This design comes from an exercise in tuning for small area and a short achievable clock period on the open sky130 flow, not from production work. At most, simulation tests tie the RTL to the original design; equivalence was not proved. The RTL of runs 1 and 2 was laid out without a check of its function. Power and IR drop assume default switching activity.

## flow/run.sh

```bash
#!/bin/bash
# Standard layout, with buf_1 port buffers and the setup repair aiming for
# 11.5 ns of slack.
set -euo pipefail
bash standard.sh "BUFFER_PORTS_ARGS=-buffer_cell sky130_fd_sc_hd__buf_1" SETUP_SLACK_MARGIN=11.5 finish > layout.log 2>&1
```

## standard.sh

```bash
#!/bin/bash
# synth_recipe.tcl (not shown) runs the flow's synth.tcl, then flattens the netlist and writes it again
# the make line also repeats each setting of config.mk as NAME=value (left out here)
make -C /OpenROAD-flow-scripts/flow DESIGN_CONFIG=/design/flow/config.mk WORK_HOME=/design/flow/orfs CLKGATE_MAP_FILE= SYNTH_SCRIPT=/design/flow/synth_recipe.tcl "${@:-finish}"
```

## config.mk

```make
export PLATFORM = sky130hd
export DESIGN_NAME = capu
export DESIGN_NICKNAME = capu
export VERILOG_FILES = /design/flow/design.v
export SDC_FILE = /design/flow/constraint.sdc
export NUM_CORES = 4
export LEC_CHECK = 0
export ABC_AREA = 1
export CAP_MARGIN = 30
export CORE_MARGIN = 2
export CORE_UTILIZATION = 40
export SLEW_MARGIN = 30
```

## constraint.sdc

```tcl
create_clock -name core_clock -period 18.0 [get_ports {clk}]
set_input_delay 3.6000 -clock core_clock [delete_from_list [all_inputs] [get_ports {clk}]]
set_output_delay 3.6000 -clock core_clock [all_outputs]
set_load 0.01 [all_outputs]
```

## design.v

```verilog
module capu (
    input  wire        clk,
    input  wire [31:0] cur,           
    input  wire [31:0] w1,            
    input  wire [31:0] disp,          
    input  wire [1:0]  size,          
    output wire [33:0] base,          
    output wire [33:0] top,
    output wire [33:0] rep_lo,
    output wire [33:0] rep_hi,
    output wire [33:0] addr,          
    output wire        in_bounds,     
    output wire        rep_ok,        
    input  wire [32:0] b0,            
    input  wire [32:0] t0,
    output wire [4:0]  enc_e,
    output wire [9:0]  enc_b,
    output wire [9:0]  enc_t,
    output wire [32:0] enc_base,
    output wire [32:0] enc_top
);
    integer i;
    wire [4:0] e      = w1[31:27];
    wire       sealed = w1[6];
    wire [9:0] bm     = sealed ? {w1[26:20], 3'b000} : w1[26:17];
    wire [9:0] tm     = sealed ? {w1[19:13], 3'b000} : w1[16:7];
    wire       is22   = (e == 5'd22);
    reg [31:0] lm;                        
    always @(*)
        for (i = 0; i < 32; i = i + 1)
            lm[i] = (i < e + 10);
    wire [31:0] bmg = {22'd0, bm} << e;
    wire [31:0] tmg = {22'd0, tm} << e;
    wire [9:0] cpos;
    capu_win u_cp (.x({1'b0, cur}), .e(e), .y(cpos));
    wire kb  = ~is22 & (sealed ? (cpos < {w1[26:20], 3'b000}) : (cpos < w1[26:17]));
    wire tlt = (tm < bm);
    wire ktp = is22 ? (tm == 10'd0) : (tlt & ~kb);    
    wire ktn = ~is22 & ~tlt & kb;                     
    wire [31:0] hu = cur | lm;            
    wire [31:0] hv = cur & ~lm;           
    wire [31:0] pa, po;                   
    capu_pfx #(32) u_pa (.g({31'd0, hu[0]}), .p(hu), .o(pa));
    capu_pfx #(32) u_po (.g(hv), .p({32{1'b1}}), .o(po));
    wire [32:0] ci  = {pa, 1'b1} & ~{1'b0, lm};
    wire [32:0] bi  = ~{po, 1'b0} & ~{1'b0, lm};
    wire [32:0] hh  = {1'b0, hv};
    wire [32:0] b33 = (hh ^ ({33{kb}} & bi)) | {1'b0, bmg};
    wire [32:0] r33 = (hh ^ ({33{~kb}} & ci)) | {1'b0, bmg};
    wire [32:0] t33 = (hh ^ (({33{ktp}} & ci) | ({33{ktn}} & bi))) | {1'b0, tmg};
    wire [33:0] a;                        
    capu_add #(34) u_a (.x({2'b00, cur}), .y({{2{disp[31]}}, disp}), .ci(1'b0), .s(a));
    reg [32:0] base_r, rh_r;
    reg [33:0] top_r, a_r;
    reg [1:0]  sz_r;
    reg        is22_r;
    always @(posedge clk) begin
        base_r <= b33;
        top_r  <= {ktn & bi[32], t33};
        rh_r   <= {r33[32], r33[31:0] & ~{32{r33[32]}}};    
        a_r    <= a;
        sz_r   <= size;
        is22_r <= is22;
    end
    wire [33:0] b_v = {base_r[32], base_r};
    wire ge_b = $signed(a_r) >= $signed(b_v);
    wire lt_r = $signed(a_r) < $signed({1'b0, rh_r});
    wire [2:0]  sm1 = (3'd1 << sz_r) - 3'd1;
    wire [34:0] xa  = {a_r[33], a_r};
    wire [34:0] xt  = ~{top_r[33], top_r};
    wire [34:0] xs  = {32'd0, sm1};
    wire [34:0] cs  = xa ^ xt ^ xs;
    wire [35:0] cc  = {(xa & xt) | (xa & xs) | (xt & xs), 1'b1};
    wire [34:0] cy;
    capu_pfs #(35) u_t (.g({cs[34:1] & cc[34:1], (cs[0] & cc[0])}), .p(cs ^ cc[34:0]), .o(cy));
    wire lt_t = cs[34] ^ cc[34] ^ cy[33];
    assign base      = b_v;
    assign rep_lo    = is22_r ? 34'd0 : b_v;
    assign top       = top_r;
    assign rep_hi    = {1'b0, rh_r};
    assign addr      = a_r;
    assign in_bounds = ge_b & lt_t;
    assign rep_ok    = (is22_r ? ~a_r[33] : ge_b) & lt_r;
    wire [32:0] l;
    capu_adds #(33) u_l (.x(t0), .y(~b0), .ci(1'b1), .s(l));
    wire [32:0] bw = l ^ t0 ^ b0;         
    wire [32:0] tor;                      
    capu_pfx #(33) u_st (.g(t0), .p({33{1'b1}}), .o(tor));
    wire [32:0] st = {tor[31:0], 1'b0};   
    reg  [32:0] lr;
    wire [32:0] lorr;
    always @(*)
        for (i = 0; i < 33; i = i + 1)
            lr[i] = l[32 - i];
    capu_pfs #(33) u_lo (.g(lr), .p({33{1'b1}}), .o(lorr));
    reg  [33:0] lor;                      
    always @(*) begin
        lor[33] = 1'b0;
        for (i = 0; i < 33; i = i + 1)
            lor[i] = lorr[32 - i];
    end
    reg [21:0] xm;
    reg [8:0]  w;
    always @(*)
        for (i = 0; i < 22; i = i + 1) begin
            w     = l[i+8 -: 9];          
            xm[i] = lor[i+10] | (l[i+9] &
                    ((&w[8:6] & (|w[5:0] | bw[i] | st[i])) |
                     (&w[8:7] & ~w[6] & &w[5:0] & bw[i] & st[i])));
        end
    reg [32:0] b0_r, tm1_r;
    reg [21:0] em_r;
    always @(posedge clk) begin
        b0_r  <= b0;
        tm1_r <= t0 ^ ~st;                
        em_r  <= xm;
    end
    wire [32:0] em = {11'd0, em_r};
    wire [4:0]  xe;                       
    assign xe[4] = em_r[15];
    assign xe[3] = em_r[7] & ~em_r[15];
    assign xe[2] = (em_r[3] & ~em_r[7]) | (em_r[11] & ~em_r[15]) | em_r[19];
    assign xe[1] = (em_r[1] & ~em_r[3]) | (em_r[5] & ~em_r[7]) | (em_r[9] & ~em_r[11]) |
                   (em_r[13] & ~em_r[15]) | (em_r[17] & ~em_r[19]) | em_r[21];
    assign xe[0] = (em_r[0] & ~em_r[1]) | (em_r[2] & ~em_r[3]) | (em_r[4] & ~em_r[5]) |
                   (em_r[6] & ~em_r[7]) | (em_r[8] & ~em_r[9]) | (em_r[10] & ~em_r[11]) |
                   (em_r[12] & ~em_r[13]) | (em_r[14] & ~em_r[15]) | (em_r[16] & ~em_r[17]) |
                   (em_r[18] & ~em_r[19]) | (em_r[20] & ~em_r[21]);
    wire [32:0] ty = tm1_r | em;
    wire [32:0] ta;                       
    capu_pfs #(33) u_ta (.g({32'd0, ty[0]}), .p(ty), .o(ta));
    wire [9:0] wb, wt;
    capu_win u_wb (.x(b0_r), .e(xe), .y(wb));
    capu_win u_wt (.x(tm1_r), .e(xe), .y(wt));
    assign enc_e    = xe;
    assign enc_base = b0_r & ~em;
    assign enc_top  = ty ^ {ta[31:0], 1'b1};
    assign enc_b    = wb;
    assign enc_t    = wt + 10'd1;
endmodule
module capu_pfx #(parameter N = 32) (
    input  wire [N-1:0] g,
    input  wire [N-1:0] p,
    output wire [N-1:0] o
);
    localparam LG = (N <= 2) ? 1 : (N <= 4) ? 2 : (N <= 8) ? 3 : (N <= 16) ? 4 : (N <= 32) ? 5 : 6;
    wire [N-1:0] gg [0:2*LG];
    wire [N-1:0] pp [0:2*LG];
    assign gg[0] = g;
    assign pp[0] = p;
    genvar l, i;
    generate
        for (l = 0; l < LG; l = l + 1) begin : up
            for (i = 0; i < N; i = i + 1) begin : b
                if ((i % (2 << l)) == (2 << l) - 1) begin : n
                    assign gg[l+1][i] = gg[l][i] | (pp[l][i] & gg[l][i-(1<<l)]);
                    assign pp[l+1][i] = pp[l][i] & pp[l][i-(1<<l)];
                end else begin : c
                    assign gg[l+1][i] = gg[l][i];
                    assign pp[l+1][i] = pp[l][i];
                end
            end
        end
        for (l = LG - 2; l >= 0; l = l - 1) begin : dn
            for (i = 0; i < N; i = i + 1) begin : b
                if ((i % (2 << l)) == (1 << l) - 1 && i >= (2 << l)) begin : n
                    assign gg[2*LG-1-l][i] = gg[2*LG-2-l][i] | (pp[2*LG-2-l][i] & gg[2*LG-2-l][i-(1<<l)]);
                    assign pp[2*LG-1-l][i] = pp[2*LG-2-l][i] & pp[2*LG-2-l][i-(1<<l)];
                end else begin : c
                    assign gg[2*LG-1-l][i] = gg[2*LG-2-l][i];
                    assign pp[2*LG-1-l][i] = pp[2*LG-2-l][i];
                end
            end
        end
    endgenerate
    assign o = gg[2*LG-1];
endmodule
module capu_pfs #(parameter N = 32) (
    input  wire [N-1:0] g,
    input  wire [N-1:0] p,
    output wire [N-1:0] o
);
    localparam LG = (N <= 2) ? 1 : (N <= 4) ? 2 : (N <= 8) ? 3 : (N <= 16) ? 4 : (N <= 32) ? 5 : 6;
    wire [N-1:0] gg [0:LG];
    wire [N-1:0] pp [0:LG];
    assign gg[0] = g;
    assign pp[0] = p;
    genvar l, i;
    generate
        for (l = 0; l < LG; l = l + 1) begin : lv
            for (i = 0; i < N; i = i + 1) begin : b
                if ((i >> l) % 2 == 1) begin : n
                    assign gg[l+1][i] = gg[l][i] | (pp[l][i] & gg[l][((i >> l) << l) - 1]);
                    assign pp[l+1][i] = pp[l][i] & pp[l][((i >> l) << l) - 1];
                end else begin : c
                    assign gg[l+1][i] = gg[l][i];
                    assign pp[l+1][i] = pp[l][i];
                end
            end
        end
    endgenerate
    assign o = gg[LG];
endmodule
module capu_adds #(parameter N = 32) (
    input  wire [N-1:0] x,
    input  wire [N-1:0] y,
    input  wire         ci,
    output wire [N-1:0] s
);
    wire [N-1:0] p = x ^ y;
    wire [N-1:0] g = x & y;
    wire [N-1:0] c;
    capu_pfs #(N) u (.g({g[N-1:1], g[0] | (p[0] & ci)}), .p(p), .o(c));
    assign s = p ^ {c[N-2:0], ci};
endmodule
module capu_add #(parameter N = 32) (
    input  wire [N-1:0] x,
    input  wire [N-1:0] y,
    input  wire         ci,
    output wire [N-1:0] s
);
    wire [N-1:0] p = x ^ y;
    wire [N-1:0] g = x & y;
    wire [N-1:0] c;
    capu_pfx #(N) u (.g({g[N-1:1], g[0] | (p[0] & ci)}), .p(p), .o(c));
    assign s = p ^ {c[N-2:0], ci};
endmodule
module capu_win (
    input  wire [32:0] x,
    input  wire [4:0]  e,
    output wire [9:0]  y
);
    wire [24:0] s16 = e[4] ? {8'd0, x[32:16]} : x[24:0];
    wire [16:0] s8  = e[3] ? s16[24:8] : s16[16:0];
    wire [12:0] s4  = e[2] ? s8[16:4]  : s8[12:0];
    wire [10:0] s2  = e[1] ? s4[12:2]  : s4[10:0];
    assign y = e[0] ? s2[10:1] : s2[9:0];
endmodule
```

==> results of run 1 <==
-- cells by family (layout without fill, tap and decap cells) --
logic type	Yosys count	count (layout)	synth area share
fa+ha+maj	259	259	0.1554
other cells	1	5	0.0001707
simple gates	1670	1677	0.3321
xor+xnor	110	110	0.04421
mux	17	17	0.007747
compound gates	498	498	0.1332
buf+inv	662	1239	0.1221
flops	225	225	0.2051
-- flip-flops by register name, indices dropped and copies added (netlist names) --
signal	cells
a_r	34
top_r	34
b0_r	33
base_r	33
rh_r	33
tm1_r	33
em_r	22
sz_r	2
is22_r	1
-- worst max-delay path by stage --
| stage | start | cells past startpoint | slack [ps] | end |
|---|---|---|---|---|
| 6_report | top_r[0] | 16 | 10900 | in_bounds |
| 5_1_grt | sz_r[1] | 17 | 10820 | in_bounds |
| 4_1_cts | sz_r[1] | 16 | 10830 | in_bounds |
| 3_5_place_dp | w1[30] | 25 | 9060 | rh_r[29] |
| 3_3_place_gp | w1[30] | 25 | 9070 | rh_r[29] |
| 2_1_floorplan | w1[31] | 25 | 11500 | base_r[6] |
-- where the power goes --
part           switching [mW]  internal (mW)  leakage [nW]
Clock                   0.258          0.396         0.510
Sequential             0.0585          0.553          1.88
Combinational           0.764          0.445          12.6
Total                    1.08           1.39          15.0
-- synth_stat cells, types with 5 or more instances --
cell / number / area share
a21oi_1: 127 / 0.029
o22ai_1: 17 / 0.0048
nor4_1: 13 / 0.0037
ha_1: 236 / 0.13
a22oi_1: 13 / 0.0044
mux2i_1: 17 / 0.0077
nor3_1: 52 / 0.012
or2_2: 10 / 0.0028
nand3_1: 242 / 0.055
buf_4: 29 / 0.0099
o21bai_1: 5 / 0.0017
o31ai_1: 6 / 0.0021
a31oi_1: 17 / 0.0048
nor2_1: 308 / 0.053
o221ai_1: 13 / 0.0052
a21boi_0: 5 / 0.0017
nand2_2: 16 / 0.0046
xnor2_1: 25 / 0.010
fa_1: 23 / 0.021
a21o_1: 10 / 0.0034
clkbuf_1: 36 / 0.0062
a211oi_1: 9 / 0.0031
nor3_2: 10 / 0.0046
buf_1: 9 / 0.0015
nor2_2: 19 / 0.0054
xor2_1: 84 / 0.033
nand3b_1: 11 / 0.0038
o21ai_0: 190 / 0.043
buf_2: 18 / 0.0041
inv_1: 533 / 0.091
nand4_1: 52 / 0.015
o211ai_1: 34 / 0.012
dfxtp_1: 225 / 0.21
nand2_1: 905 / 0.15
buf_6: 8 / 0.0041
nor2_4: 5 / 0.0026
inv_2: 25 / 0.0043
o21ai_1: 18 / 0.0041
-- metal layers --
metal,share of wire,GRT usage,vias up
li1,-,-,12350
met3,0.097,0.06282,355
met1,0.38,0.3891,11850
met2,0.45,0.5220,1323
met5,0.00032,0,-
met4,0.066,0.1633,4
-- repair_timing --
item	in CTS	in global routing
pin swaps	75	195
cloned	18	16
setup endpoints to repair	175	157
buffers inserted	84	82
gates resized for setup	259	540
-- layout make-up --
type                    count  area (µm²)
flip-flops and latches    225        4564
multi-input cells        2562       17020
clock buffers              35       778.2
fillers                  5366       24160
repair inverters            9       180.2
clock inverters            18       274.0
repair buffers            615        3908
inverters                 562        2271
well taps                 696       870.8
diodes                      4       10.01
==> impl_metrics.tcl, run 1 <==
set metrics [dict create \
    setup_viol 0 \
    fin_crit_sh 0.3945 \
    worstPathCellList "inv_1 > fa_2 > ha_4 > a21oi_2 > o21ai_2 > nand4_1 > o211ai_1 > nand3_1 > nand2_2 > nand4_1 > nand2_2 > nand3_2 > nand3_2 > nand2_1 > nor2_2 > buf_2" \
    startpoint_type "flop" \
    setup_slack_ps 10900 \
    grt_max_degree 48 \
    yosysUniqueCellTypes 71 \
    cts_made_buffers 29 \
    syn_to_final_growth_pct 36.00 \
    critPathBufInv 2 \
    clock-sinks 225 \
    hold_path_depth 1 \
    die_width_um 238.3 \
    core_area_um2 54030 \
    crit_type "flop to output port" \
    htreeDepth 1 \
    fin_crit_ps 7101 \
    dp.cells 4469 \
    yosysSeqAreaShare 0.2051 \
    place.gp.congestion 1.014 \
    yosys_warnings 6 \
    fin_nets 4428 \
    rows 85 \
    leakage_nw 14.97 \
    antenna_found_initial 6 \
    power_mw 2.474 \
    overflow 0 \
    fmax_ghz 0.1408 \
    grtUsageTotal 0.3159 \
    min-delay-start "b0[24]" \
    cap_violations 0 \
    grt_pass1_wl_um 137100 \
    synthFlopType "dfxtp_1" \
    min_path_type "input port to flop" \
    final_core_util 0.5529 \
    cts_hold_buf 0 \
    maxSlewViolCount 0 \
    critPathMaxFanout 2 \
    ant_nets 0 \
    dieArea_um2 56800 \
    initialDrtViolationCount 2386 \
    syn_inst 3442 \
    vdd_drop_max_v 0.00006991 \
    hold_ws_ps 3121 \
    p_per_area_nw_per_um2 82.84 \
    drive_gt1_frac 0.2054 \
    drc_errors 0 \
    cp.required_ps 14400 \
    clkTransAtPathRegs_ps 60 \
    pin_count 428 \
    drt_wl_total_um 99710 \
    min_to "b0_r[24]" \
    die_h_um 238.3 \
    syn_nets 3866 \
    relSlewSlack 0.2871 \
    final_common_cell "nand2_1" \
    place_ws_ps 9059 \
    grt_pass1_vias 23050 \
    fin_cells 4726 \
    cts_tree "yes" \
    cp_top_family "simple AND/OR/NAND/NOR gates" \
    crit_arrival_ps 3500 \
    rsz0062_at_grt "yes" \
    port_buffers 420 \
    synth_area_per_cell_um2 6.381 \
    hpwl_um 71740 \
    dpl-instance-area_um2 23970 \
    dr.pass1.iters 9 \
    start_util 0.4065 \
    finalInstanceArea_um2 29870 \
    cp_slowest_cell "dfxtp_1" \
    routedWlPerCell_um 21.10 \
    worst_pin_slew_ps 1058 \
    synthArstFlopShare 0 \
    hold_violations 0 \
    clockBufferDepth 3 \
    vias_per_cell 5.475 \
    syn-cell-area_um2 21960 \
    synth_edf_count 0 \
    layout_common_cells "756 x nand2_1, 510 x inv_1, 377 x buf_1" \
    cts_root_buf "clkbuf_16" \
    critPathCaptureType "output port" \
    synth_seq_cells 225 \
    slowest_delay_ps 460 \
    setup_tns_ps 0 \
    status "complete, no violations" \
    vias 25870 \
]
==> run 2: changes to the inputs <==
--- a/design.v
+++ b/design.v
@@ -40,8 +40,8 @@
     wire [31:0] hu = cur | lm;            
     wire [31:0] hv = cur & ~lm;           
     wire [31:0] pa, po;                   
-    capu_pfx #(32) u_pa (.g({31'd0, hu[0]}), .p(hu), .o(pa));
-    capu_pfx #(32) u_po (.g(hv), .p({32{1'b1}}), .o(po));
+    capu_pfs #(32) u_pa (.g({31'd0, hu[0]}), .p(hu), .o(pa));
+    capu_pfs #(32) u_po (.g(hv), .p({32{1'b1}}), .o(po));
     wire [32:0] ci  = {pa, 1'b1} & ~{1'b0, lm};
     wire [32:0] bi  = ~{po, 1'b0} & ~{1'b0, lm};
     wire [32:0] hh  = {1'b0, hv};
==> flow/run.sh (replaced) <==
#!/bin/bash
# Standard layout, with buf_1 port buffers and the setup repair aiming for
# 11 ns of slack.
set -euo pipefail
bash standard.sh "BUFFER_PORTS_ARGS=-buffer_cell sky130_fd_sc_hd__buf_1" SETUP_SLACK_MARGIN=11 finish > layout.log 2>&1
==> run 2 against run 1 <==
Count of clock-buffer cells in the layout increased by 7. Maximum frequency is 3.3% higher. Worst hold slack improved by 24 ps. Synthesized area fell by 0.17%. Via count fell by 6.7%. Sequential cell count unchanged. Synthesized cell count increased by 0.41%. Power decreased by 13%. Combinational power decreased by 19%. Sequential share of layout area rose by 2.2 points. Clock power fell by 13%. Largest power group unchanged. Routed wire length decreased by 12%.
==> impl_metrics.tcl, run 2 <==
set metrics [dict create \
    synthTopCellsByArea "dfxtp_1 21%, nand2_1 15%, ha_1 13%" \
    setup_tns_ps 0 \
    start_util 0.4058 \
    pin_count 428 \
    syn-cell-area_um2 21930 \
    critPathCaptureType "output port" \
    multi_input_area_um2 15120 \
    yosysUniqueCellTypes 67 \
    antenna_found_initial 11 \
    status "complete, no violations" \
    hpwl_um 71140 \
    drt_wl_total_um 87990 \
    htreeDepth 1 \
    seq_area_um2 4527 \
    synth_edf_count 0 \
    setup_viol 0 \
    hold_violations 0 \
    grtUsageTotal 0.2970 \
    yosys.area.top_type "dfxtp_1" \
    maxSlewViolCount 0 \
    cts_tree "yes" \
    cap_violations 0 \
    crit_type "flop to output port" \
    syn_to_final_growth_pct 18.30 \
    clock-sinks 225 \
    syn_inst 3456 \
    dp.cells 4481 \
    initialDrtViolationCount 1838 \
    p_per_area_nw_per_um2 83.24 \
    clkTransAtPathRegs_ps 60 \
    critPathMaxFanout 3 \
    fill_cells 5798 \
    synthArstFlopShare 0 \
    yosys_warnings 6 \
    fin_nets 4300 \
    synth_top_area_share 0.2054 \
    synth_seq_cells 225 \
    grtUsageMet2 0.5301 \
    place_ws_ps 9125 \
    synth_common_cells "902 x nand2_1, 518 x inv_1, 308 x nor2_1" \
    fmax_ghz 0.1455 \
    cp-startpoint "sz_r[1]" \
    drive_gt1_frac 0.07542 \
    layout_common_cells "894 x nand2_1, 513 x inv_1, 411 x buf_1" \
    dieArea_um2 56700 \
    core_area_um2 54030 \
    grt_pass1_wl_um 129600 \
    overflow 0 \
    clockBufferDepth 3 \
    grt_max_degree 58 \
    final_common_cell "nand2_1" \
    drc_errors 0 \
    fin_crit_sh 0.3818 \
    grt-busiest-layer "met2" \
    synth_area_per_cell_um2 6.344 \
    crit_arrival_ps 3270 \
    setup_slack_ps 11130 \
    fin_crit_ps 6873 \
    grt.met3_usage 0.04211 \
    cp.required_ps 14400 \
    dr.pass1.iters 7 \
    routedWlPerCell_um 19.12 \
    cts_root_buf "clkbuf_16" \
    reg_top3 "a_r: 34 flops, top_r: 34 flops" \
    startpoint_type "flop" \
    die_h_um 238.1 \
    min_path_type "input port to flop" \
    synth_most_common_cell "nand2_1" \
    grt_pass1_vias 22530 \
    vias_per_cell 5.246 \
    crit_end "in_bounds" \
    fin_cells 4602 \
    leakage_nw 12.79 \
    cts_made_buffers 28 \
    rsz0062_at_grt "yes" \
    rows 85 \
    ant_nets 0 \
    syn_nets 3880 \
    vias 24140 \
    yosysSeqAreaShare 0.2054 \
    relSlewSlack 0.2330 \
    vdd_drop_max_v 0.00006953 \
    place.gp.congestion 0.9923 \
    port_buffers 420 \
    die_width_um 238.1 \
    synthFlopType "dfxtp_1" \
    use_met1 0.3512 \
    worst_pin_slew_ps 1147 \
]
-- run 2: cell types whose count changed after synthesis, moves of 5 or more --
cell and change:
a21oi_1 -7, nand3b_1 -7, mux2i_1 +5, clkbuf_1 +10
o21ai_0 -7, o21ai_2 +5, inv_1 -15, buf_4 -7
nand4_1 -9, nand3_1 +43, nor3_1 +12
-- run 2: cells by family (layout without fill, tap and decap cells) --
logic type      count (synthesis)  after routing  synth area share
mux                            22             22           0.01004
xor+xnor                      116            116           0.04634
simple gates                 1696           1701            0.3334
buf+inv                       655           1092            0.1196
compound gates                482            482            0.1294
flops                         225            225            0.2054
fa+ha+maj                     259            259            0.1557
other cells                     1              9         0.0001710
-- run 2: worst min path at each step --
stage               cells past startpoint  slack (ps)      end  startpoint
finish                                  1        3140  sz_r[1]     size[1]
CTS                                     1        3120  sz_r[1]     size[1]
global route                            1        3120  sz_r[1]     size[1]
detailed placement                      1        3710  sz_r[1]     size[1]
floorplan                               0        3630  b0_r[0]       b0[0]
global placement                        1        3710  sz_r[0]     size[0]
-- run 2: worst max-delay path: stages, from the launching register on --
cell      delay, ps
dfxtp_2         320
or2_4           250
fa_2            400
ha_4            270
a21oi_2          50
o21ai_2         150
nand4_1         110
o211ai_1        150
nand3_1         130
nand2_2         140
nand4_1         100
nand2_1         120
nand3_1          90
nand2_1          80
xor2_1          160
nor2_1           60
buf_2           140
-- run 2: repair_timing --
action	CTS	global route
endpoints found under the setup margin	120	127
buffers inserted	12	35
gates resized for setup	52	70
gates cloned	6	8
pin swaps	12	35
hold buffers	0	0
-- run 2: final cells by class --
cell class	count	area share
Antenna cell	8	0.0007718
Clock buffer	42	0.03218
Clock inverter	10	0.003521
Inverter	548	0.08090
Multi-Input combinational cell	2581	0.5828
Sequential cell	225	0.1745
Tap cell	696	0.03357
Timing Repair Buffer	490	0.09132
Timing Repair inverter	2	0.0003859
-- run 2: power by group --
part           internal [mW]  total [mW]  switching, mW
clock                  0.334       0.566          0.232
combinational          0.340       0.978          0.639
sequential             0.554       0.615         0.0609
-- run 2: stage by stage --
stage | hold WS [ps] | cell area, µm² | power [mW] | util
2_1_floorplan | 3628 | 21930 | 1.208 | -
3_3_place_gp | 3707 | 23970 | 1.518 | 0.4436
3_5_place_dp | 3708 | 23970 | 1.526 | 0.4437
4_1_cts | 3118 | 25280 | 2.125 | 0.4680
5_1_grt | 3124 | 25920 | 2.308 | 0.4798
6_report | 3145 | 25940 | 2.159 | 0.4801
-- run 2: layer usage --
metal,vias to the layer above,part of all wire
met5,-,0.00031
met3,194,0.066
met1,10930,0.40
met2,923,0.49
met4,4,0.051
li1,12090,-
==> run 3: changes to the inputs <==
--- a/design.v
+++ b/design.v
@@ -40,8 +40,8 @@
     wire [31:0] hu = cur | lm;            
     wire [31:0] hv = cur & ~lm;           
     wire [31:0] pa, po;                   
-    capu_pfs #(32) u_pa (.g({31'd0, hu[0]}), .p(hu), .o(pa));
-    capu_pfs #(32) u_po (.g(hv), .p({32{1'b1}}), .o(po));
+    capu_pfx #(32) u_pa (.g({31'd0, hu[0]}), .p(hu), .o(pa));
+    capu_pfx #(32) u_po (.g(hv), .p({32{1'b1}}), .o(po));
     wire [32:0] ci  = {pa, 1'b1} & ~{1'b0, lm};
     wire [32:0] bi  = ~{po, 1'b0} & ~{1'b0, lm};
     wire [32:0] hh  = {1'b0, hv};
@@ -50,21 +50,23 @@
     wire [32:0] t33 = (hh ^ (({33{ktp}} & ci) | ({33{ktn}} & bi))) | {1'b0, tmg};
     wire [33:0] a;                        
     capu_add #(34) u_a (.x({2'b00, cur}), .y({{2{disp[31]}}, disp}), .ci(1'b0), .s(a));
-    reg [32:0] base_r, rh_r;
+    reg [32:0] base_r;
+    reg [32:10] rh_r;                     
     reg [33:0] top_r, a_r;
     reg [1:0]  sz_r;
     reg        is22_r;
     always @(posedge clk) begin
         base_r <= b33;
         top_r  <= {ktn & bi[32], t33};
-        rh_r   <= {r33[32], r33[31:0] & ~{32{r33[32]}}};    
+        rh_r   <= {r33[32], r33[31:10] & ~{22{r33[32]}}};   
         a_r    <= a;
         sz_r   <= size;
         is22_r <= is22;
     end
     wire [33:0] b_v = {base_r[32], base_r};
+    wire [32:0] rh  = {rh_r, base_r[9:0] & ~{10{rh_r[32]}}};
     wire ge_b = $signed(a_r) >= $signed(b_v);
-    wire lt_r = $signed(a_r) < $signed({1'b0, rh_r});
+    wire lt_r = $signed(a_r) < $signed({1'b0, rh});
     wire [2:0]  sm1 = (3'd1 << sz_r) - 3'd1;
     wire [34:0] xa  = {a_r[33], a_r};
     wire [34:0] xt  = ~{top_r[33], top_r};
@@ -72,17 +74,17 @@
     wire [34:0] cs  = xa ^ xt ^ xs;
     wire [35:0] cc  = {(xa & xt) | (xa & xs) | (xt & xs), 1'b1};
     wire [34:0] cy;
-    capu_pfs #(35) u_t (.g({cs[34:1] & cc[34:1], (cs[0] & cc[0])}), .p(cs ^ cc[34:0]), .o(cy));
+    capu_pfx #(35) u_t (.g({cs[34:1] & cc[34:1], (cs[0] & cc[0])}), .p(cs ^ cc[34:0]), .o(cy));
     wire lt_t = cs[34] ^ cc[34] ^ cy[33];
     assign base      = b_v;
     assign rep_lo    = is22_r ? 34'd0 : b_v;
     assign top       = top_r;
-    assign rep_hi    = {1'b0, rh_r};
+    assign rep_hi    = {1'b0, rh};
     assign addr      = a_r;
     assign in_bounds = ge_b & lt_t;
     assign rep_ok    = (is22_r ? ~a_r[33] : ge_b) & lt_r;
     wire [32:0] l;
-    capu_adds #(33) u_l (.x(t0), .y(~b0), .ci(1'b1), .s(l));
+    capu_add #(33) u_l (.x(t0), .y(~b0), .ci(1'b1), .s(l));
     wire [32:0] bw = l ^ t0 ^ b0;         
     wire [32:0] tor;                      
     capu_pfx #(33) u_st (.g(t0), .p({33{1'b1}}), .o(tor));
@@ -92,7 +94,7 @@
     always @(*)
         for (i = 0; i < 33; i = i + 1)
             lr[i] = l[32 - i];
-    capu_pfs #(33) u_lo (.g(lr), .p({33{1'b1}}), .o(lorr));
+    capu_pfx #(33) u_lo (.g(lr), .p({33{1'b1}}), .o(lorr));
     reg  [33:0] lor;                      
     always @(*) begin
         lor[33] = 1'b0;
@@ -128,7 +130,7 @@
                    (em_r[18] & ~em_r[19]) | (em_r[20] & ~em_r[21]);
     wire [32:0] ty = tm1_r | em;
     wire [32:0] ta;                       
-    capu_pfs #(33) u_ta (.g({32'd0, ty[0]}), .p(ty), .o(ta));
+    capu_pfx #(33) u_ta (.g({32'd0, ty[0]}), .p(ty), .o(ta));
     wire [9:0] wb, wt;
     capu_win u_wb (.x(b0_r), .e(xe), .y(wb));
     capu_win u_wt (.x(tm1_r), .e(xe), .y(wt));
@@ -175,44 +177,6 @@
     endgenerate
     assign o = gg[2*LG-1];
 endmodule
-module capu_pfs #(parameter N = 32) (
-    input  wire [N-1:0] g,
-    input  wire [N-1:0] p,
-    output wire [N-1:0] o
-);
-    localparam LG = (N <= 2) ? 1 : (N <= 4) ? 2 : (N <= 8) ? 3 : (N <= 16) ? 4 : (N <= 32) ? 5 : 6;
-    wire [N-1:0] gg [0:LG];
-    wire [N-1:0] pp [0:LG];
-    assign gg[0] = g;
-    assign pp[0] = p;
-    genvar l, i;
-    generate
-        for (l = 0; l < LG; l = l + 1) begin : lv
-            for (i = 0; i < N; i = i + 1) begin : b
-                if ((i >> l) % 2 == 1) begin : n
-                    assign gg[l+1][i] = gg[l][i] | (pp[l][i] & gg[l][((i >> l) << l) - 1]);
-                    assign pp[l+1][i] = pp[l][i] & pp[l][((i >> l) << l) - 1];
-                end else begin : c
-                    assign gg[l+1][i] = gg[l][i];
-                    assign pp[l+1][i] = pp[l][i];
-                end
-            end
-        end
-    endgenerate
-    assign o = gg[LG];
-endmodule
-module capu_adds #(parameter N = 32) (
-    input  wire [N-1:0] x,
-    input  wire [N-1:0] y,
-    input  wire         ci,
-    output wire [N-1:0] s
-);
-    wire [N-1:0] p = x ^ y;
-    wire [N-1:0] g = x & y;
-    wire [N-1:0] c;
-    capu_pfs #(N) u (.g({g[N-1:1], g[0] | (p[0] & ci)}), .p(p), .o(c));
-    assign s = p ^ {c[N-2:0], ci};
-endmodule
 module capu_add #(parameter N = 32) (
     input  wire [N-1:0] x,
     input  wire [N-1:0] y,
==> flow/run.sh (replaced) <==
#!/bin/bash
# Standard layout, with buf_1 port buffers and the setup repair aiming for
# 11.25 ns of slack.
set -euo pipefail
bash standard.sh "BUFFER_PORTS_ARGS=-buffer_cell sky130_fd_sc_hd__buf_1" SETUP_SLACK_MARGIN=11.25 finish > layout.log 2>&1
--- a/config.mk
+++ b/config.mk
@@ -9,4 +9,6 @@
 export CAP_MARGIN = 30
 export CORE_MARGIN = 2
 export CORE_UTILIZATION = 40
+export CTS_CLUSTER_DIAMETER = 100
+export CTS_CLUSTER_SIZE = 30
 export SLEW_MARGIN = 30
==> run 3 against run 2 <==
Still clean. Clock power is about 40% lower. Combinational power is 12% higher. Worst hold slack better by 52 ps. Synthesized cell count is 6.4% lower. Synthesized area is 4.1% lower. Sequential share of layout area is 0.50 points lower. Routed wire length is 3.5% lower. Core utilization is 1.1 points higher. Sequential cell count is 10 lower. Die area is 4.0% lower. Critical path type unchanged. Critical endpoint unchanged.
==> impl_metrics.tcl, run 3 <==
set metrics [dict create \
    status "complete, no violations" \
    vdd_drop_max_v 0.00005005 \
    syn_inst 3236 \
    critPathCaptureType "output port" \
    rows 84 \
    pin_count 428 \
    clkTransAtPathRegs_ps 110 \
    p_per_area_nw_per_um2 79.16 \
    cts_tree "yes" \
    grt_max_degree 48 \
    synthArstFlopShare 0 \
    ant_nets 0 \
    clock-sinks 215 \
    grtUsageTotal 0.2963 \
    worst_pin_slew_ps 946.4 \
    maxSlewViolCount 0 \
    synth_area_per_cell_um2 6.497 \
    fin_crit_ps 6780 \
    comb_power_share 0.539 \
    drive_gt1_frac 0.1177 \
    finalInstanceArea_um2 25660 \
    place_ws_ps 8516 \
    rsz0062_at_grt "yes" \
    synth_most_common_cell "nand2_1" \
    final_common_cell "nand2_1" \
    layout_common_cells "760 x nand2_1, 474 x inv_1, 404 x buf_1" \
    startpoint_type "flop" \
    cp.required_ps 14400 \
    syn_nets 3682 \
    setup_tns_ps 0 \
    fmax_ghz 0.1475 \
    synth_top_area_share 0.2047 \
    setup_viol 0 \
    crit_arrival_ps 3180 \
    leakage_nw 12.36 \
    htreeDepth 1 \
    hpwl_um 67530 \
    synthTopCellsByArea "dfxtp_1 20%, ha_1 15%, nand2_1 14%" \
    fin_crit_sh 0.3767 \
    initialDrtViolationCount 1730 \
    crit_end "in_bounds" \
    seq_power_share 0.293 \
    fin_nets 4137 \
    synth_seq_cells 215 \
    vias_per_cell 5.299 \
    dp.cells 4253 \
    yosysSeqAreaShare 0.2047 \
    dieArea_um2 54410 \
    place.gp.congestion 0.9603 \
    synthFlopType "dfxtp_1" \
    drt_wl_total_um 84930 \
    clockPowerShare 0.167 \
    cp-startpoint "a_r[2]" \
    antenna_found_initial 2 \
    p_switching_uw 953.6 \
    fin_cells 4386 \
    drc_errors 0 \
    cts_made_buffers 13 \
    cts_root_buf "clkbuf_16" \
    dpl-instance-area_um2 23080 \
    die_h_um 233.3 \
    synth_edf_count 0 \
    overflow 0 \
    critPathMaxFanout 4 \
    clockBufferDepth 3 \
    p_sw_frac 0.4695 \
    die_width_um 233.3 \
    syn-cell-area_um2 21020 \
    setup_slack_ps 11220 \
    cap_violations 0 \
    reg_top3 "a_r: 34 flops, top_r: 34 flops" \
    grt_pass1_wl_um 123000 \
    relSlewSlack 0.3642 \
    yosysUniqueCellTypes 66 \
    yosys.area.top_type "dfxtp_1" \
    routedWlPerCell_um 19.36 \
    hold_violations 0 \
    core_area_um2 52240 \
    hold_ws_ps 3197 \
    crit_type "flop to output port" \
    min_path_type "input port to flop" \
    grt_pass1_vias 21220 \
    dr.pass1.iters 8 \
    port_buffers 420 \
    vias 23240 \
    syn_to_final_growth_pct 22.05 \
    start_util 0.4025 \
    synth_common_cells "788 x nand2_1, 498 x inv_1, 304 x nor2_1" \
    yosys_warnings 5 \
    p_int_mw 1.078 \
]
==> run 3: cell types whose count changed in the layout (fill, tap and decap cells not counted), sizes merged, moves of 12 or more <==
cell | before | now
inv | 543 | 514
buf | 482 | 526
nand3 | 290 | 217
nor2 | 332 | 320
a21oi | 121 | 142
xor2 | 88 | 73
nand2 | 924 | 799
clkbuf | 49 | 21
o21ai | 209 | 196
==> run 3: per-stage QoR <==
step                        util  power (mW)
after detailed placement  0.4419       1.538
after global placement    0.4419       1.533
after CTS                 0.4721       1.954
after global routing      0.4912       2.183
final                     0.4912       2.031
after floorplan                -       1.208
==> run 3: how the worst min path moves through the flow <==
stage             from        to  slack [ps]  cells past startpoint
2_1_floorplan    b0[0]   b0_r[0]        3630                      0
3_3_place_gp   size[0]   sz_r[0]        3700                      1
3_5_place_dp   size[0]   sz_r[0]        3700                      1
4_1_cts         b0[24]  b0_r[24]        3170                      1
5_1_grt         b0[26]  b0_r[26]        3190                      1
6_report       size[0]   sz_r[0]        3200                      1
==> run 3: metal layers <==
layer | global-route usage | wire, µm
met5 | 0 | 0
met4 | 0.1527 | 5090
met3 | 0.03186 | 5342
met2 | 0.5320 | 41620
met1 | 0.3466 | 32880
==> run 3: what timing repair did <==
action	4_1_cts	5_1_grt
gates resized for setup	164	180
setup buffers	61	36
setup endpoints to repair	163	131
hold endpoints to repair	0	0
pin swaps	35	74
cloned	8	6
hold buffers	0	0
==> run 3: cell type report <==
class | count | area [µm²]
Antenna cell | 2 | 5.005
Clock buffer | 13 | 325.3
Clock inverter | 7 | 100.1
Fill cell | 5533 | 26580
Inverter | 515 | 2011
Multi-Input combinational cell | 2408 | 15190
Sequential cell | 215 | 4349
Tap cell | 688 | 860.8
Timing Repair Buffer | 536 | 2806
Timing Repair inverter | 2 | 10.01
==> run 3: cell families (layout without fill, tap and decap cells) <==
family | Yosys count | in the layout | synth area share
buffers and inverters | 618 | 1073 | 0.1163
multiplexers | 20 | 20 | 0.009522
AND/OR/NAND/NOR | 1498 | 1503 | 0.3060
XOR/XNOR | 107 | 107 | 0.04529
adder cells (fa/ha/maj) | 281 | 281 | 0.1794
flip-flops | 215 | 215 | 0.2047
other | 1 | 3 | 0.0001784
AO/OA/AOI/OAI | 496 | 496 | 0.1385
==> run 3: power by group through the flow <==
| stage | Combinational, mW | Clock (mW) | Sequential, mW |
|---|---|---|---|
| 2_1_floorplan | 0.611 | 0 | 0.597 |
| 3_3_place_gp | 0.926 | 0 | 0.607 |
| 3_5_place_dp | 0.931 | 0 | 0.607 |
| 4_1_cts | 1.01 | 0.350 | 0.595 |
| 5_1_grt | 1.22 | 0.361 | 0.600 |
| 6_report | 1.10 | 0.340 | 0.596 |
==> run 3: critical path, cell delays in order, from the launching register on <==
cell and delay (ps):
dfxtp_2 420, fa_1 460, ha_1 300, nand2_1 60, o21ai_2 130, nand4_1 110
o211ai_1 190, nand3_1 150, nand2_2 160, nand4_1 110, nand2_2 100, nand3_2 70
and3_4 150, nor3_2 90, buf_2 150
==> run 4: changes to the inputs <==
==> flow/run.sh (replaced) <==
#!/bin/bash
# Standard layout, with buf_1 port buffers and the setup repair aiming for
# 10.75 ns of slack.
set -euo pipefail
bash standard.sh "BUFFER_PORTS_ARGS=-buffer_cell sky130_fd_sc_hd__buf_1" SETUP_SLACK_MARGIN=10.75 finish > layout.log 2>&1
==> run 4 against run 3 <==
Maximum frequency decreased by 4.0%. Global-route usage is 0.63 points lower. Worst hold slack lost 5.9 ps. Via count shrank 3.6%. Combinational power down 12%. Sequential power about the same.
==> impl_metrics.tcl, run 4 <==
set metrics [dict create \
    status "complete, no violations" \
    syn_inst 3236 \
    rows 84 \
    fmax_ghz 0.1416 \
    dieArea_um2 54410 \
    synth_edf_count 0 \
    syn_to_final_growth_pct 15.04 \
    critPathMaxFanout 4 \
    synth_most_common_cell "nand2_1" \
    die_h_um 233.3 \
    rsz0062_at_grt "yes" \
    htreeDepth 1 \
    clockPowerShare 0.201 \
    cap_violations 0 \
    cp.required_ps 18420 \
    relSlewSlack 0.3748 \
    syn-cell-area_um2 21020 \
    synth_common_cells "788 x nand2_1, 498 x inv_1, 304 x nor2_1" \
    vias 22410 \
    cts_root_buf "clkbuf_16" \
    layout_common_cells "782 x nand2_1, 490 x inv_1, 414 x buf_1" \
    grt_max_degree 59 \
    p_int_mw 1.039 \
    initialDrtViolationCount 1506 \
    die_width_um 233.3 \
    hpwl_um 68130 \
    grt_pass1_vias 21090 \
    grt_pass1_wl_um 120800 \
    vias_per_cell 5.186 \
    fin_crit_sh 0.3924 \
    grtUsageTotal 0.2901 \
    clkTransAtPathRegs_ps 110 \
    reg_top3 "a_r: 34 flops, top_r: 34 flops" \
    yosys.area.top_type "dfxtp_1" \
    syn_nets 3682 \
    routedWlPerCell_um 18.78 \
    pin_count 428 \
    yosysUniqueCellTypes 66 \
    overflow 0 \
    cts_made_buffers 15 \
    synthTopCellsByArea "dfxtp_1 20%, ha_1 15%, nand2_1 14%" \
    setup_tns_ps 0 \
    place.gp.congestion 0.9646 \
    fin_nets 4069 \
    antenna_found_initial 4 \
    maxSlewViolCount 0 \
    hold_violations 0 \
    fill_cells 5712 \
    synth_area_per_cell_um2 6.497 \
    crit_type "input port to flop" \
    cts_tree "yes" \
    multi_input_area_um2 14440 \
    drt_wl_total_um 81150 \
    p_per_area_nw_per_um2 80.77 \
    drive_gt1_frac 0.05701 \
    synthFlopType "dfxtp_1" \
    port_buffers 420 \
    setup_viol 0 \
    final_common_cell "nand2_1" \
    start_util 0.4025 \
    seq_power_share 0.304 \
    drc_errors 0 \
    min_path_type "input port to flop" \
    startpoint_type "input port" \
    ant_nets 0 \
    p_sw_frac 0.4679 \
    synth_top_area_share 0.2047 \
    clockBufferDepth 3 \
    yosys_warnings 5 \
    setup_slack_ps 10940 \
    critPathCaptureType "flop" \
    fin_crit_ps 7063 \
    place_ws_ps 8550 \
    seq_area_um2 4317 \
    yosysSeqAreaShare 0.2047 \
    synth_seq_cells 215 \
    clock-sinks 215 \
    core_area_um2 52240 \
    vdd_drop_max_v 0.00004765 \
    leakage_nw 11.84 \
    synthArstFlopShare 0 \
    worst_pin_slew_ps 930.6 \
    comb_power_share 0.495 \
    dr.pass1.iters 8 \
    p_switching_uw 914.0 \
    crit_arrival_ps 7480 \
]
## run 4: cell counts after synthesis
No cell type changed its count.
## run 4: cell type report
type / instances / share of cell area
timing repair inverter: 2 / 0.0004139
antenna: 3 / 0.0003104
sequential: 215 / 0.1785
tap: 688 / 0.03559
inverter: 515 / 0.08163
timing repair buffer: 470 / 0.08412
multi-input combinational: 2404 / 0.5970
clock inverter: 10 / 0.006932
clock buffer: 15 / 0.01552
## run 4: worst max-delay path: stages
cell and delay (ps):
buf_1 290, ha_1 200, inv_1 50, fa_1 350, inv_1 100, a21oi_1 70, inv_1 50, a21oi_1 90
o31ai_1 650, nand4_1 170, nand2_1 220, a21oi_1 300, o21ai_1 450, nand2_1 100, nand2_1 180, nand3_1 100
nand2_1 90, fa_1 400
## run 4: power by group through the flow
stage	Clock (mW)	Sequential, mW	Combinational [mW]
after floorplan	0	0.597	0.610
after global placement	0	0.607	0.923
final	0.393	0.594	0.966
after detailed placement	0	0.606	0.928
after global routing	0.417	0.599	1.10
after CTS	0.403	0.594	0.940
## run 4: metrics by stage
step	area [µm²]	std cells	power [mW]	hold WS, ps	utilization
finish	24190	4322	1.953	3191	0.4630
floorplan	21020	3236	1.207	3628	-
CTS	23790	4289	1.938	3173	0.4554
global placement	23080	4254	1.529	3695	0.4418
detailed placement	23080	4254	1.534	3701	0.4418
global route	24190	4322	2.117	3184	0.4630
## run 4: per-layer routing
metal,GRT usage,vias up,share of wire
met4,0.1401,2,0.054
li1,-,11330,-
met3,0.03625,187,0.060
met1,0.3419,10120,0.40
met5,0,-,0.00018
met2,0.5179,779,0.49
## run 4: final timing paths
path / from / endpoint / cells past startpoint
max: cur[0] / a_r[30] / 18
min: size[1] / sz_r[1] / 1
## run 4: logic make-up after synthesis
family                   after synthesis  synth area share
AO/OA/AOI/OAI                        496            0.1385
XOR/XNOR                             107           0.04529
adder cells (fa/ha/maj)              281            0.1794
buffers and inverters                618            0.1163
flip-flops                           215            0.2047
multiplexers                          20          0.009522
other                                  1         0.0001784
AND/OR/NAND/NOR                     1498            0.3060
## run 4: repair_timing
| item | CTS | global route |
|---|---|---|
| setup endpoints to repair | 133 | 119 |
| resized for setup | 30 | 55 |
| setup buffers | 7 | 29 |
| pin swaps | 3 | 10 |
| hold buffers | 0 | 0 |
| cloned | 3 | 1 |
==> run 5: changes to the inputs <==
==> flow/run.sh (replaced) <==
#!/bin/bash
# Standard layout, with buf_1 port buffers and the setup repair aiming for
# 11 ns of slack.
set -euo pipefail
bash standard.sh "BUFFER_PORTS_ARGS=-buffer_cell sky130_fd_sc_hd__buf_1" SETUP_SLACK_MARGIN=11 finish > layout.log 2>&1
--- a/config.mk
+++ b/config.mk
@@ -8,7 +8,7 @@
 export ABC_AREA = 1
 export CAP_MARGIN = 30
 export CORE_MARGIN = 2
-export CORE_UTILIZATION = 40
+export CORE_UTILIZATION = 55
 export CTS_CLUSTER_DIAMETER = 100
 export CTS_CLUSTER_SIZE = 30
 export SLEW_MARGIN = 30
==> run 5 against run 4 <==
Largest cell class unchanged. Sequential share of layout area fell by 0.15 points. Critical path type is now flop to output port. Still clean on timing, DRC and antenna. Worst hold slack worse by 9.1 ps. Non-clock buffer count grew 23. Sequential cell count unchanged.
==> impl_metrics.tcl, run 5 <==
set metrics [dict create \
    drive_gt1_frac 0.07787 \
    synth_seq_cells 215 \
    p_per_area_nw_per_um2 80.58 \
    start_util 0.5582 \
    fin_nets 4089 \
    status "complete, no violations" \
    synth_most_common_cell "nand2_1" \
    dr.pass1.iters 6 \
    layout_common_cells "772 x nand2_1, 483 x inv_1, 409 x buf_1" \
    yosysSeqAreaShare 0.2047 \
    die_h_um 199.5 \
    initialDrtViolationCount 1785 \
    syn_inst 3236 \
    antenna_found_initial 1 \
    htreeDepth 1 \
    p_int_mw 1.046 \
    cts_tree "yes" \
    fin_cells 4158 \
    synth_top_area_share 0.2047 \
    clockPowerShare 0.174 \
    grt_pass1_vias 22790 \
    critPathCaptureType "output port" \
    yosysUniqueCellTypes 66 \
    critPathMaxFanout 4 \
    worst_pin_slew_ps 1146 \
    synthTopCellsByArea "dfxtp_1 20%, ha_1 15%, nand2_1 14%" \
    ant_nets 0 \
    clock-sinks 215 \
    vias_per_cell 5.766 \
    cp_top_family "simple AND/OR/NAND/NOR gates" \
    place.gp.congestion 1.024 \
    place_ws_ps 9156 \
    cts_root_buf "clkbuf_16" \
    setup_slack_ps 11070 \
    hpwl_um 65410 \
    drt_wl_total_um 82440 \
    fin_crit_sh 0.3851 \
    synth_common_cells "788 x nand2_1, 498 x inv_1, 304 x nor2_1" \
    worstPathCellList "or2_4 > ha_4 > nor3b_4 > nand3b_1 > inv_2 > nand3_2 > nor2_2 > nand2_1 > inv_2 > nand2_4 > nor2_4 > nand2_2 > nor3_2 > nand3_1 > nor2_2 > and3_1 > ha_2 > xor2_1 > buf_2" \
    cts_made_buffers 13 \
    cp_slowest_cell "dfxtp_4" \
    clockBufferDepth 3 \
    cp-startpoint "em_r[1]" \
    min_to "sz_r[0]" \
    startpoint_type "flop" \
    overflow 0 \
    yosys.area.top_type "dfxtp_1" \
    die_width_um 199.5 \
    core_area_um2 37670 \
    synthFlopType "dfxtp_1" \
    syn-cell-area_um2 21020 \
    rows 71 \
    relSlewSlack 0.2299 \
    syn_to_final_growth_pct 16.47 \
    slowest_delay_ps 390 \
    clkTransAtPathRegs_ps 110 \
    setup_viol 0 \
    cts_hold_buf 0 \
    syn_nets 3682 \
    leakage_nw 12.05 \
    yosys_warnings 5 \
    synth_area_per_cell_um2 6.497 \
    comb_power_share 0.526 \
    p_switching_uw 927.7 \
    grt_pass1_wl_um 120300 \
    hold_violations 0 \
    critPathBufInv 3 \
    setup_tns_ps 0 \
    rsz0062_at_grt "yes" \
    final_core_util 0.6501 \
    seq_power_share 0.300 \
    min-delay-start "size[0]" \
    final_common_cell "nand2_1" \
    crit_arrival_ps 3330 \
    dieArea_um2 39800 \
    fin_crit_ps 6932 \
    maxSlewViolCount 0 \
    grt_max_degree 59 \
    diodes 0 \
    cp.required_ps 14400 \
    hold_path_depth 1 \
    crit_type "flop to output port" \
    vdd_drop_max_v 0.00008478 \
    reg_top3 "a_r: 34 flops, top_r: 34 flops" \
    fmax_ghz 0.1443 \
    routedWlPerCell_um 19.83 \
    p_sw_frac 0.4701 \
    drc_errors 0 \
    dp.cells 4083 \
    port_buffers 420 \
    pin_count 428 \
    synth_edf_count 0 \
    vias 23980 \
    cap_violations 0 \
    grtUsageTotal 0.3893 \
    synthArstFlopShare 0 \
    min_path_type "input port to flop" \
]
==> run 5: cells by family after synthesis <==
| group | count (synthesis) | synth area share |
|---|---|---|
| AO/OA/AOI/OAI | 496 | 0.1385 |
| XOR/XNOR | 107 | 0.04529 |
| adder cells (fa/ha/maj) | 281 | 0.1794 |
| buffers and inverters | 618 | 0.1163 |
| flip-flops | 215 | 0.2047 |
| multiplexers | 20 | 0.009522 |
| other | 1 | 0.0001784 |
| AND/OR/NAND/NOR | 1498 | 0.3060 |
==> run 5: repair_timing <==
item / in CTS / in global routing
pin swaps: 12 / 28
setup endpoints to repair: 132 / 124
setup buffers: 20 / 25
resized for setup: 85 / 113
gates cloned: 3 / 8
==> run 5: power by group through the flow <==
stage,combinational [mW],clock [mW],sequential (mW)
finish,1.04,0.344,0.592
CTS,0.968,0.345,0.591
global placement,0.897,0,0.601
floorplan,0.610,0,0.597
detailed placement,0.931,0,0.602
global route,1.15,0.360,0.596
==> run 5: per-stage QoR <==
stage / power, mW / cell area [µm²] / hold slack, ps
after floorplan: 1.207 / 21020 / 3628
after global routing: 2.104 / 24490 / 3185
after detailed placement: 1.533 / 22890 / 3702
final: 1.973 / 24490 / 3182
after CTS: 1.904 / 23790 / 3181
after global placement: 1.498 / 22890 / 3696
==> run 5: metal layers <==
metal  up-vias  track usage  wire length [µm]
met2      1219       0.6727             38500
met4         2       0.3012              7410
li1      11370            -                 -
met1     11020       0.4329             30560
met5         -            0                 8
met3       373      0.05266              5955
==> run 5: worst max-delay path by stage <==
stage          slack (ps)  cells past startpoint           to
2_1_floorplan       11130                     25      em_r[0]
3_3_place_gp         9160                     26     top_r[0]
3_5_place_dp         9160                     26     top_r[0]
4_1_cts             10900                     25     top_r[0]
5_1_grt             10820                     19  enc_top[31]
6_report            11070                     19  enc_top[31]
==> run 5: final cells by class <==
cell class / instances / area (µm²)
fillers: 3496 / 13180
repair inverters: 2 / 10.01
flip-flops and latches: 215 / 4333
inverters: 515 / 1983
repair buffers: 493 / 2441
multi-input cells: 2403 / 14650
clock buffers: 14 / 339.1
well taps: 511 / 639.4
clock inverters: 5 / 87.58
==> run 6: changes to the inputs <==
--- a/config.mk
+++ b/config.mk
@@ -8,7 +8,7 @@
 export ABC_AREA = 1
 export CAP_MARGIN = 30
 export CORE_MARGIN = 2
-export CORE_UTILIZATION = 55
+export CORE_UTILIZATION = 40
 export CTS_CLUSTER_DIAMETER = 100
 export CTS_CLUSTER_SIZE = 30
 export SLEW_MARGIN = 30
==> run 6 against run 5 <==
Critical endpoint is now in_bounds. Final cell count up 4.5%. Critical path type unchanged. Count of clock-buffer cells in the layout increased by 1. Largest power group unchanged. Largest cell class unchanged. First-iteration DRC count fell by 4.5%. Combinational power about the same. Clock power rose by 14%.
==> impl_metrics.tcl, run 6 <==
set metrics [dict create \
    synth_most_common_cell "nand2_1" \
    pin_count 428 \
    rows 84 \
    synthMuxAreaShare 0.009522 \
    overflow 0 \
    layout_common_cells "776 x nand2_1, 484 x inv_1, 412 x buf_1" \
    drc_errors 0 \
    syn_inst 3236 \
    grt_pass1_wl_um 122000 \
    worst_pin_slew_ps 900.8 \
    drt_wl_total_um 83290 \
    core_area_um2 52240 \
    final_common_cell "nand2_1" \
    die_h_um 233.3 \
    leakage_nw 12.07 \
    final_core_util 0.4744 \
    vias_per_cell 5.235 \
    critPathMaxFanout 3 \
    cts_made_buffers 15 \
    rsz0062_at_grt "yes" \
    dpl-instance-area_um2 23080 \
    initialDrtViolationCount 1705 \
    fin_crit_ps 6902 \
    drive_gt1_frac 0.07718 \
    critPathBufInv 1 \
    synthArstFlopShare 0 \
    maxSlewViolCount 0 \
    worstPathCellList "or2_4 > fa_2 > ha_4 > a21oi_2 > o21ai_2 > nand4_1 > o211ai_1 > nand3_1 > nand2_2 > nand4_1 > nand2_2 > nand3_2 > and3_4 > nor3_2 > buf_2" \
    reg_top3 "a_r: 34 flops, top_r: 34 flops" \
    setup_tns_ps 0 \
    clock-sinks 215 \
    syn_nets 3682 \
    synth_top_area_share 0.2047 \
    synth_edf_count 0 \
    vias 22740 \
    clkTransAtPathRegs_ps 80 \
    crit_type "flop to output port" \
    syn_to_final_growth_pct 17.86 \
    die_width_um 233.3 \
    setup_viol 0 \
    dr.pass1.iters 6 \
    status "complete, no violations" \
    fin_crit_sh 0.3835 \
    synth_area_per_cell_um2 6.497 \
    cap_violations 0 \
    critPathCaptureType "output port" \
    dieArea_um2 54410 \
    start_util 0.4025 \
    yosys.area.top_type "dfxtp_1" \
    yosys.area_share.xor_xnor 0.04529 \
    synth_top_family_by_area "simple AND/OR/NAND/NOR gates" \
    clockBufferDepth 3 \
    p_per_area_nw_per_um2 80.78 \
    synthFlopType "dfxtp_1" \
    cp_top_family "simple AND/OR/NAND/NOR gates" \
    cts_tree "yes" \
    synth-simple-area-share 0.3060 \
    grtUsageTotal 0.2927 \
    ant_nets 0 \
    synthTopCellsByArea "dfxtp_1 20%, ha_1 15%, nand2_1 14%" \
    min_path_type "input port to flop" \
    fin_nets 4092 \
    routedWlPerCell_um 19.17 \
    cp_slowest_cell "fa_2" \
    relSlewSlack 0.3967 \
    yosysSeqAreaShare 0.2047 \
    synthAdderAreaFrac 0.1794 \
    fmax_ghz 0.1449 \
    htreeDepth 1 \
    vdd_drop_max_v 0.00004711 \
    synth_seq_cells 215 \
    grt_max_degree 59 \
    startpoint_type "flop" \
    antenna_found_initial 2 \
    hold_violations 0 \
    yosysUniqueCellTypes 66 \
    syn-cell-area_um2 21020 \
    slowest_delay_ps 410 \
    yosys_warnings 5 \
    cp.required_ps 14400 \
    hpwl_um 68130 \
    port_buffers 420 \
    cts_root_buf "clkbuf_16" \
    grt_pass1_vias 21240 \
    synth_common_cells "788 x nand2_1, 498 x inv_1, 304 x nor2_1" \
    place.gp.congestion 0.9646 \
    finalInstanceArea_um2 24780 \
    synth_compound_area_frac 0.1385 \
    crit_arrival_ps 3300 \
    power_mw 2.002 \
]
run 6: cell counts after synthesis:
No cell type changed its count.
run 6: power breakdown:
group	switching (mW)	leakage [nW]	internal, mW
clock	0.221	0.255	0.172
sequential	0.0624	1.80	0.531
combinational	0.655	10.0	0.360
total	0.939	12.1	1.06
run 6: final timing paths:
kind                start  depth (start not counted)   endpoint  slack (ps)
setup / recovery  sz_r[1]                         15  in_bounds       11100
hold / removal    size[1]                          1    sz_r[1]        3190
run 6: area by class of cell:
class / instances / area [µm²]
clock inverters: 10 / 167.7
fillers: 5649 / 27460
repair inverters: 2 / 10.01
well taps: 688 / 860.8
inverters: 515 / 1984
multi-input cells: 2404 / 14650
clock buffers: 15 / 375.4
repair buffers: 493 / 2391
flip-flops and latches: 215 / 4337
diodes: 2 / 5.005
run 6: layer usage:
layer | part of all wire | global-route usage | vias to the layer above
met1 | 0.39 | 0.3453 | 10310
met5 | 0 | 0 | -
met4 | 0.053 | 0.1391 | 0
met2 | 0.49 | 0.5254 | 876
met3 | 0.065 | 0.03394 | 180
li1 | - | - | 11370
run 6: logic make-up after synthesis:
group                    count (synthesis)
other                                    1
AO/OA/AOI/OAI                          496
flip-flops                             215
XOR/XNOR                               107
adder cells (fa/ha/maj)                281
AND/OR/NAND/NOR                       1498
multiplexers                            20
buffers and inverters                  618
run 6: through the flow:
| step | setup slack, ps | hold slack (ps) | cells |
|---|---|---|---|
| floorplan | 11130 | 3628 | 3236 |
| global placement | 8574 | 3695 | 4254 |
| detailed placement | 8550 | 3701 | 4254 |
| CTS | 10900 | 3173 | 4314 |
| global route | 10890 | 3186 | 4344 |
| finish | 11100 | 3189 | 4344 |
run 6: timing repair:
action / CTS / global route
endpoints found under the setup margin: 149 / 123
pin swaps: 12 / 26
hold buffers: 0 / 0
resized for setup: 73 / 96
gates cloned: 5 / 6
setup buffers: 30 / 22
==> run 7: changes to the inputs <==
--- a/config.mk
+++ b/config.mk
@@ -9,6 +9,6 @@
 export CAP_MARGIN = 30
 export CORE_MARGIN = 2
 export CORE_UTILIZATION = 40
-export CTS_CLUSTER_DIAMETER = 100
-export CTS_CLUSTER_SIZE = 30
+export CTS_CLUSTER_DIAMETER = 80
+export CTS_CLUSTER_SIZE = 25
 export SLEW_MARGIN = 30
==> run 7 against run 6 <==
First-iteration DRC count fell by 6.5%. Largest cell class unchanged. Synthesized cell count is the same. Final cell count stayed put. Critical path type is now input port to flop. Sequential share of layout area hardly changed.
==> impl_metrics.tcl, run 7 <==
set metrics [dict create \
    multi_input_area_um2 14630 \
    status "complete, no violations" \
    critPathCaptureType "flop" \
    clockBufferDepth 3 \
    min-delay-start "b0[27]" \
    syn-cell-area_um2 21020 \
    crit_arrival_ps 7390 \
    drt_wl_total_um 82810 \
    cp_slowest_cell "o21ai_0" \
    ant_nets 0 \
    final_common_cell "nand2_1" \
    path_depth 22 \
    yosysSeqAreaShare 0.2047 \
    synthFlopType "dfxtp_1" \
    worst_pin_slew_ps 893.5 \
    place.gp.congestion 0.9646 \
    crit_type "input port to flop" \
    reg_top3 "a_r: 34 flops, top_r: 34 flops" \
    syn_to_final_growth_pct 17.59 \
    setup_viol 0 \
    htreeDepth 1 \
    grt_max_degree 59 \
    cp-startpoint "w1[31]" \
    synth_seq_cells 215 \
    fin_crit_ps 6938 \
    rsz0062_at_grt "yes" \
    start_util 0.4025 \
    slowest_delay_ps 410 \
    met2WireLength_um 40440 \
    power_mw 2.031 \
    layout_common_cells "777 x nand2_1, 488 x inv_1, 413 x buf_1" \
    cp_top_family "compound AO/OA/AOI/OAI gates" \
    dieArea_um2 54410 \
    vias_per_cell 5.232 \
    syn_nets 3682 \
    drc_errors 0 \
    dpl-instance-area_um2 23080 \
    synthArstFlopShare 0 \
    dr.pass1.iters 7 \
    synth_edf_count 0 \
    cts_tree "yes" \
    syn_inst 3236 \
    leakage_nw 12.05 \
    hold_violations 0 \
    synth_most_common_cell "nand2_1" \
    grt_pass1_wl_um 121800 \
    die_h_um 233.3 \
    relSlewSlack 0.4043 \
    maxSlewViolCount 0 \
    yosys_warnings 5 \
    synthTopCellsByArea "dfxtp_1 20%, ha_1 15%, nand2_1 14%" \
    wl_met3_um 5414 \
    grt_pass1_vias 21300 \
    initialDrtViolationCount 1595 \
    drive_gt1_frac 0.07419 \
    fin_crit_sh 0.3854 \
    pin_count 428 \
    fill_cells 5685 \
    critPathBufInv 5 \
    clkTransAtPathRegs_ps 90 \
    clock-sinks 215 \
    seq_area_um2 4338 \
    rows 84 \
    min_path_type "input port to flop" \
    yosys.area.top_type "dfxtp_1" \
    cp.required_ps 18450 \
    setup_tns_ps 0 \
    antenna_found_initial 3 \
    cts_root_buf "clkbuf_16" \
    synth_area_per_cell_um2 6.497 \
    yosysUniqueCellTypes 66 \
    topRoutingLayerUsed "met4" \
    worstPathCellList "buf_2 > buf_12 > o21ai_0 > o21ai_0 > nand2_1 > nand2_1 > o21ai_0 > mux2i_1 > ha_1 > a21oi_1 > o21ai_0 > nand4_1 > nand2_1 > a21oi_1 > nand2_4 > buf_12 > nand3_1 > nand2_1 > buf_12 > inv_1 > nand3_1 > nand3_1" \
    overflow 0 \
    critPathMaxFanout 33 \
    met1_length_um 32630 \
    p_per_area_nw_per_um2 82.16 \
    hpwl_um 68130 \
    cts_made_buffers 18 \
    routedWlPerCell_um 19.06 \
    hold_ws_ps 3179 \
    startpoint_type "input port" \
    die_width_um 233.3 \
    fmax_ghz 0.1441 \
    synth_common_cells "788 x nand2_1, 498 x inv_1, 304 x nor2_1" \
    finalInstanceArea_um2 24720 \
    port_buffers 420 \
    cts_hold_buf 0 \
    crit_end "top_r[0]" \
    synth_top_area_share 0.2047 \
    cap_violations 0 \
    vias 22730 \
    vdd_drop_max_v 0.00005587 \
    fin_nets 4087 \
    grtUsageTotal 0.2924 \
    core_area_um2 52240 \
]
[run 7: cell counts after synthesis]
No cell type changed its count.
[run 7: cell families (layout without fill, tap and decap cells)]
family	after synthesis	in the layout	synth area share
compound gates	496	496	0.1385
flops	215	215	0.2047
simple gates	1498	1499	0.3060
buf+inv	618	1034	0.1163
mux	20	20	0.009522
fa+ha+maj	281	281	0.1794
xor+xnor	107	107	0.04529
other cells	1	4	0.0001784
[run 7: repair_timing]
item,in CTS,in global routing
pin swaps,14,22
gates resized for setup,74,87
gates cloned,4,4
setup endpoints to repair,149,124
buffers inserted,32,15
hold endpoints to repair,0,0
[run 7: cell type report]
class | count | share of cell area
Multi-Input combinational cell | 2404 | 0.5917
Sequential cell | 215 | 0.1755
Clock buffer | 20 | 0.01938
Clock inverter | 12 | 0.006124
Tap cell | 688 | 0.03482
Inverter | 515 | 0.08037
Antenna cell | 3 | 0.0003037
Timing Repair inverter | 2 | 0.0004049
Timing Repair Buffer | 485 | 0.09145
[run 7: metrics by stage]
| stage | util | cells | setup WS, ps |
|---|---|---|---|
| floorplan | - | 3236 | 11130 |
| detailed placement | 0.4418 | 4254 | 8550 |
| global placement | 0.4418 | 4254 | 8574 |
| global route | 0.4733 | 4344 | 10820 |
| finish | 0.4733 | 4344 | 11060 |
| CTS | 0.4633 | 4322 | 10890 |
[run 7: power by group]
group	internal [mW]	leakage, nW	switching (mW)
logic	0.351	9.94	0.650
registers	0.531	1.80	0.0625
clock network	0.209	0.306	0.228
total	1.09	12.0	0.940
[run 7: worst min path at each step]
stage                     to  cells past startpoint
finish              b0_r[27]                      1
global route        b0_r[28]                      1
CTS                 b0_r[31]                      1
detailed placement   sz_r[1]                      1
global placement     sz_r[0]                      1
floorplan            b0_r[0]                      0
[run 7: metal layers]
metal / GRT usage / vias up
li1: - / 11370
met1: 0.3416 / 10360
met2: 0.5232 / 823
met3: 0.03723 / 178
met4: 0.1457 / 0
met5: 0 / -

-- afterwards: timing with drivers on the ports --
Ports are ideal in the flow. The routed layouts listed here were re-timed in OpenROAD.
Step 1, drivers: a clkbuf_16 drives clk and a buf_2 each remaining input, both assumed.
Step 2 also shifts input and output timing later by t, the mid clock arrival at the registers, as if the neighbouring blocks saw the same clock.
a / b / c = no drivers / after step 1 / after step 2; a / b = the first two.
run	shift t [ns]	setup slack, ns	worst setup path after step 2
run 1	0.653	10.899 / 10.837 / 10.661	input to register
run 2	0.615	11.127 / 11.076 / 10.584	input to register
run 3	0.579	11.220 / 11.150 / 10.841	input to register
run 4	0.579	10.936 / 10.880 / 10.383	input to register
run 5	0.556	11.068 / 11.018 / 10.602	input to register
run 6	0.577	11.098 / 11.034 / 10.673	input to register
run 7	0.591	11.062 / 11.041 / 10.472	input to register
After both steps every run listed still meets setup and hold. For run 7, which loses most, drivers alone change the setup slack by -0.021 ns; drivers and shift together by -0.590 ns.
